This design comes from an exercise in tuning for small area, a short achievable clock period and few clock cycles per item on the open sky130 flow, not from production work. RTL that was checked went through simulation tests only; none was proved equivalent to the original. Power and IR drop assume default switching activity.

lane 4:
// cmd_env_check
module cmd_env_check (
    input  wire        clk,
    input  wire        rst,             
    input  wire        in_valid,
    output wire        in_ready,
    input  wire [31:0] in_data,
    input  wire        in_last,
    input  wire [31:0] conn_id,         
    input  wire [47:0] bus_counter,     
    output reg         res_valid,
    output reg  [2:0]  res_code,        
    output reg  [2:0]  res_cv,          
    output wire [15:0] res_epoch,       
    output wire        res_epoch_set    
);
Size: roughly 1900 cells after synthesis, roughly 350 flip-flops, roughly 140 I/O pins.
make LEC_CHECK=0 ABC_CLOCK_PERIOD_IN_PS=3000 CAP_MARGIN=20 CORE_MARGIN=2 CORE_UTILIZATION=40 CTS_BUF_LIST='sky130_fd_sc_hd__clkbuf_4 sky130_fd_sc_hd__clkbuf_8' PLACE_DENSITY=0.6 SETUP_SLACK_MARGIN=5.0 SLEW_MARGIN=20 finish   # period 8.0 ns
run.sh (not shown) runs the stock make flow with config.mk's settings and CLKGATE_MAP_FILE= SYNTH_SCRIPT=/design/flow/synth_recipe.tcl, a recipe that flattens the netlist after the stock synthesis.
The following lists how lane 1 was set up differently from lane 4:
--- a/flow/design.v
+++ b/flow/design.v
@@ -465,24 +465,23 @@
     assign ntv[27] = ntt[84];
     assign ntv[28] = ntt[87];
     assign ntv[29] = ntt[88];
     assign ntv[30] = ntt[89];
     assign ntv[31] = ntt[91];
     reg  [31:0] f_a, g_b, g_c;
     wire [31:0] cf_a   = mat(C_STEP, f_a);
     wire [31:0] cg_b   = mat(C_STEP, g_b);
     wire [31:0] cg_c   = mat(C_STEP, g_c);
     reg         l1b, l2c;      
-    wire [31:0] cg_sel = c1_q ? (l1b ? cg_b : 32'd0) :
-                         c2_q ? (l2c ? cg_c : cg_b) : 32'd0;
-    wire [31:0] f_next = nx_q ^ (f_q ? (ntv ^ K_A) : (cf_a ^ cg_sel));
-    wire        cv_ok  = (f_next == N_ONES);
+    wire [31:0] cg_sel = c1_q ? (l1b ? cg_b : 32'd0) : (l2c ? cg_c : cg_b);
+    wire [31:0] f_next = nx_q ^ (f_q ? (ntv ^ K_A) : cf_a);
+    wire        cv_ok  = (nx_q == (cf_a ^ cg_sel ^ N_ONES));
     reg         cv1_ok;
     always @(posedge clk) begin
         if (v_q && cov_q) begin
             f_a <= f_next;
             g_b <= f_q ? K_B : cg_b;
             g_c <= f_q ? K_C : cg_c;
         end
         if (v_q && c1_q)
             cv1_ok <= cv_ok;
     end
Notes after the runs:
Lane 1 completed end to end with timing, DRC and antenna clean. Lane 4 has higher worst-path maximum fanout than lane 1. Lane 4 ended up with xnor3_2 as its cell with the biggest individual delay on the critical path; lane 1 ended up with or4_4. Of lane 1 and lane 4, lane 1 shows the higher final instance area, with lane 4 below it. Summary — DRC marker count from the first detailed-route iteration, lane 1 relative to lane 4: higher, by 73. Re number of stages on the worst hold path: no difference whatsoever between lane 4 and lane 1. Power in the clock group: lane 1 and lane 4 compared, higher one is lane 1. Lane 1 — via count about 6% higher, lane 4 as reference. Number of primary I/O pins: lane 4 vs lane 1, no meaningful difference. Number of cells produced by synthesis (lane 1 vs. lane 4) increases by a little under 10%. Lane 1 vs lane 4 — maximum number of pins on one net before global-route repair climbed by more than half. Summary of lane 1 over lane 4: power per cell area -about 2.4%, combinational fraction of design power moved down, global-route total usage across every layer fell by 0.41 points, initial antenna violation count decreased 2.
No run of this note included a check of the RTL's function; only the layout flow was run.

--- another note on this design; it stands on its own ---

Design cmd_env_check, start of the top module:
module cmd_env_check (
    input  wire        clk,
    input  wire        rst,             
    input  wire        in_valid,
    output wire        in_ready,
    input  wire [31:0] in_data,
    input  wire        in_last,
    input  wire [31:0] conn_id,         
    input  wire [47:0] bus_counter,     
    output reg         res_valid,
    output reg  [2:0]  res_code,        
    output reg  [2:0]  res_cv,          
    output wire [15:0] res_epoch,       
    output wire        res_epoch_set    
);
Settings: LEC_CHECK=0, ABC_CLOCK_PERIOD_IN_PS=2200, CAP_MARGIN=20, CORE_MARGIN=2, CORE_UTILIZATION=40, CTS_BUF_LIST=sky130_fd_sc_hd__clkbuf_4 sky130_fd_sc_hd__clkbuf_8, PLACE_DENSITY=0.6, SETUP_SLACK_MARGIN=5.0, SLEW_MARGIN=20; clock period 8.0 ns.
standard.sh (not shown) runs the stock make flow with config.mk's settings and CLKGATE_MAP_FILE= SYNTH_SCRIPT=/design/flow/synth_recipe.tcl, a recipe that flattens the netlist after the stock synthesis.
==> flow/flow/run.sh <==
#!/bin/bash
# The standard layout, except that the ports are buffered with
# sky130_fd_sc_hd__buf_1 (the resizer sizes them up where timing needs it)
# instead of the delay buffer buffer_ports picks by default.
set -euo pipefail
export BUFFER_PORTS_ARGS="-buffer_cell sky130_fd_sc_hd__buf_1"
bash standard.sh > standard.log 2>&1
Testbench counts at the start, summed over its fixed seeds: cycles 128,720, envelopes 3,200.
==> next run, changes <==
==> flow/run.sh (new file) <==
#!/bin/bash
# synth_recipe.tcl (not shown) runs the flow's synth.tcl, then flattens the netlist and writes it again
# the make line also repeats each setting of config.mk as NAME=value (left out here)
make -C /OpenROAD-flow-scripts/flow DESIGN_CONFIG=/design/flow/config.mk WORK_HOME=/design/flow/orfs CLKGATE_MAP_FILE= SYNTH_SCRIPT=/design/flow/synth_recipe.tcl finish
Settings changed: ABC_CLOCK_PERIOD_IN_PS 2200 to 3000.
removed: flow/flow/run.sh
removed: flow/standard.sh
Effect: The changed run finished clean; total power came out higher by a few percent; clock-buffer cell count came out higher by 12; via count came out higher by a few percent; sequential power stays flat; worst setup slack is worse by 0.18 ns; cell area came out higher by a few percent; global-route usage came out higher by 0.75 points.
==> next run, changes <==
==> flow/flow/run.sh (new file) <==
#!/bin/bash
# The standard layout, except that the ports are buffered with
# sky130_fd_sc_hd__buf_1 (the resizer sizes them up where timing needs it)
# instead of the delay buffer buffer_ports picks by default.
set -euo pipefail
export BUFFER_PORTS_ARGS="-buffer_cell sky130_fd_sc_hd__buf_1"
bash standard.sh > standard.log 2>&1
==> flow/standard.sh (new file) <==
#!/bin/bash
# synth_recipe.tcl (not shown) runs the flow's synth.tcl, then flattens the netlist and writes it again
# the make line also repeats each setting of config.mk as NAME=value (left out here)
make -C /OpenROAD-flow-scripts/flow DESIGN_CONFIG=/design/flow/config.mk WORK_HOME=/design/flow/orfs CLKGATE_MAP_FILE= SYNTH_SCRIPT=/design/flow/synth_recipe.tcl "${@:-finish}"
removed: flow/run.sh
- clock-buffer cell count came out lower by 12
- cell count fell by 1.5%
- sequential share of layout area increases by 2.3 points
- worst setup slack is better by 0.18 ns
- cell area drops by 6.0%
- clock skew climbs by 0.039 ns
- utilization went down by 3.1 points

--- another note on this design; it stands on its own ---

==> run K: inputs <==
## cmd_env_check
module cmd_env_check (
    input  wire        clk,
    input  wire        rst,             
    input  wire        in_valid,
    output wire        in_ready,
    input  wire [31:0] in_data,
    input  wire        in_last,
    input  wire [31:0] conn_id,         
    input  wire [47:0] bus_counter,     
    output reg         res_valid,
    output reg  [2:0]  res_code,        
    output reg  [2:0]  res_cv,          
    output wire [15:0] res_epoch,       
    output wire        res_epoch_set    
);
clock: 8.0 ns
lec_check: 0
abc_clock_period_in_ps: 3000
cap_margin: 20
core_margin: 2
core_utilization: 40
cts_buf_list: sky130_fd_sc_hd__clkbuf_4 sky130_fd_sc_hd__clkbuf_8
place_density: 0.6
setup_slack_margin: 5.0
slew_margin: 20
standard.sh (not shown) runs the stock make flow with config.mk's settings and CLKGATE_MAP_FILE= SYNTH_SCRIPT=/design/flow/synth_recipe.tcl, a recipe that flattens the netlist after the stock synthesis.
==> flow/flow/run.sh <==
#!/bin/bash
# The standard layout, except that the ports are buffered with
# sky130_fd_sc_hd__buf_1 (the resizer sizes them up where timing needs it)
# instead of the delay buffer buffer_ports picks by default.
set -euo pipefail
export BUFFER_PORTS_ARGS="-buffer_cell sky130_fd_sc_hd__buf_1"
bash standard.sh > standard.log 2>&1
==> run Y: changes against run K <==
--- a/flow/design.v
+++ b/flow/design.v
@@ -515,36 +515,37 @@
             f_a <= f_next;
             g_b <= f_q ? K_B : cg_b;
             g_c <= f_q ? K_C : cg_c;
         end
         if (v_q && c1_q)
             cv1_ok <= cv_ok;
     end
-    reg [31:0] env_base;
-    reg [15:0] hold16;
+    reg [31:0] bc_lo;          
+    reg [31:0] env_base;       
+    reg        sub_q;          
     reg [15:0] ep_q;
     reg        s4_hi, s4_ok, kf_ok, pc_ok;
-    wire [16:0] eb_lo  = {1'b0, in_data[31:16]} - {1'b0, env_base[15:0]};
-    wire [15:0] eb_hi0 = hold16 - env_base[31:16];
-    wire [15:0] eb_hi1 = eb_hi0 - 16'd1;
-    wire [31:0] eb_sub = {eb_lo[16] ? eb_hi1 : eb_hi0, eb_lo[15:0]};
+    wire [31:0] eb_sub = env_base - bc_lo;
     always @(posedge clk) begin
         if (nfirst)
-            env_base <= bus_counter[31:0];
-        else if (take & at_h1)
-            env_base <= eb_sub;
+            bc_lo <= bus_counter[31:0];
+        sub_q <= take & at_h1;
         if (take & at_h0)
-            hold16 <= in_data[15:0];
-        else if (take & at_h1)
-            hold16 <= env_base[15:0];
+            env_base[31:16] <= in_data[15:0];
+        else if (sub_q)
+            env_base[31:16] <= eb_sub[31:16];
+        if (take & at_h1)
+            env_base[15:0] <= in_data[31:16];
+        else if (sub_q)
+            env_base[15:0] <= eb_sub[15:0];
         if (take) begin
             if (at_h1)
-                s4_hi <= (in_data[15:0] == env_base[31:16]);
+                s4_hi <= (in_data[15:0] == bc_lo[31:16]);
             if (at_h2) begin
-                s4_ok <= s4_hi && (in_data[31:16] == hold16);
+                s4_ok <= s4_hi && (in_data[31:16] == bc_lo[15:0]);
                 ep_q  <= in_data[15:0];
             end
             if (at_h3)
                 kf_ok <= (in_data[31:16] == 16'h3000) && (in_data[1:0] == 2'b00);
             if (at_pair) begin
                 l1b   <= (in_data[31:24] == 8'h06);
                 l2c   <= (in_data[31:24] == 8'h05) || (in_data[31:24] == 8'h06);
- CORE_UTILIZATION: 40 -> 55
- PLACE_DENSITY: 0.6 -> 0.75
==> summary of the runs <==
- Between run K and run Y, the lower sequential cell count is in run K (gap 17).
- In run K the combinational power is higher than in run Y, by 16%.
- In run Y the sequential share of layout area is higher than in run K, by 3.0 points.
- Synthesized cell count: run Y is lower than run K (0.74%).
- Sequential power: run K is lower than run Y (about 3%).
- In run Y the cell count is smaller than in run K, by about 7%.
- Against run Y, the setup slack of run K is lower by 0.81 ns.
- Between run Y and run K, the lower critical path depth is in run Y (gap 2).
- Against run Y, the via count of run K is higher by 0.60%.
- Against run Y, the global-route usage of run K is lower by 6.3 points.
Testbench counts of run Y, summed over its fixed seeds: cycles 128,720, envelopes 3,200.
Only the layout flow was run in run K; the RTL was not checked for function there.

-- separate check: timing with driven ports --
No port has a modelled driver above. Below, the same layouts with a new extraction and two added sets of constraints. Step 1 (the two cells are an assumption about what drives the block):
set clk [get_ports {clk}]
set_driving_cell -lib_cell sky130_fd_sc_hd__clkbuf_16 $clk
set_driving_cell -lib_cell sky130_fd_sc_hd__buf_2 [delete_from_list [all_inputs] $clk]
Step 2 also shifts input and output timing later by t, the mid clock arrival at the registers, as if the neighbouring blocks saw the same clock. Slacks: ideal ports / drivers / drivers and shift; pairs: ideal ports / drivers.
| run | t (ns) | setup WS [ns] | hold slack, ns | cell pins on the clock port's net |
|---|---|---|---|---|
| lane 4 | 0.722 | 4.427 / 4.427 / 4.292 | 0.493 / 0.493 / 0.493 | 1 |
| lane 1 | 0.682 | 4.590 / 4.590 / 4.299 | 0.470 / 0.470 / 0.470 | 1 |
| the first run of note 2 | 0.728 | 5.019 / 5.035 / 4.322 | 0.471 / 0.471 / 0.471 | 1 |
| the second run of note 2 | 0.690 | 4.843 / 4.874 / 4.184 | 0.467 / 0.467 / 0.467 | 1 |
| the third run of note 2 | 0.728 | 5.019 / 5.035 / 4.322 | 0.471 / 0.471 / 0.471 | 1 |
| run K | 0.714 | 4.121 / 4.127 / 3.414 | 0.492 / 0.492 / 0.492 | 1 |
| run Y | 0.696 | 4.927 / 4.951 / 4.256 | 0.466 / 0.466 / 0.466 | 1 |
After both steps every run listed still meets setup and hold. For run K, which loses most, drivers alone change the setup slack by +0.006 ns; drivers and shift together by -0.707 ns.
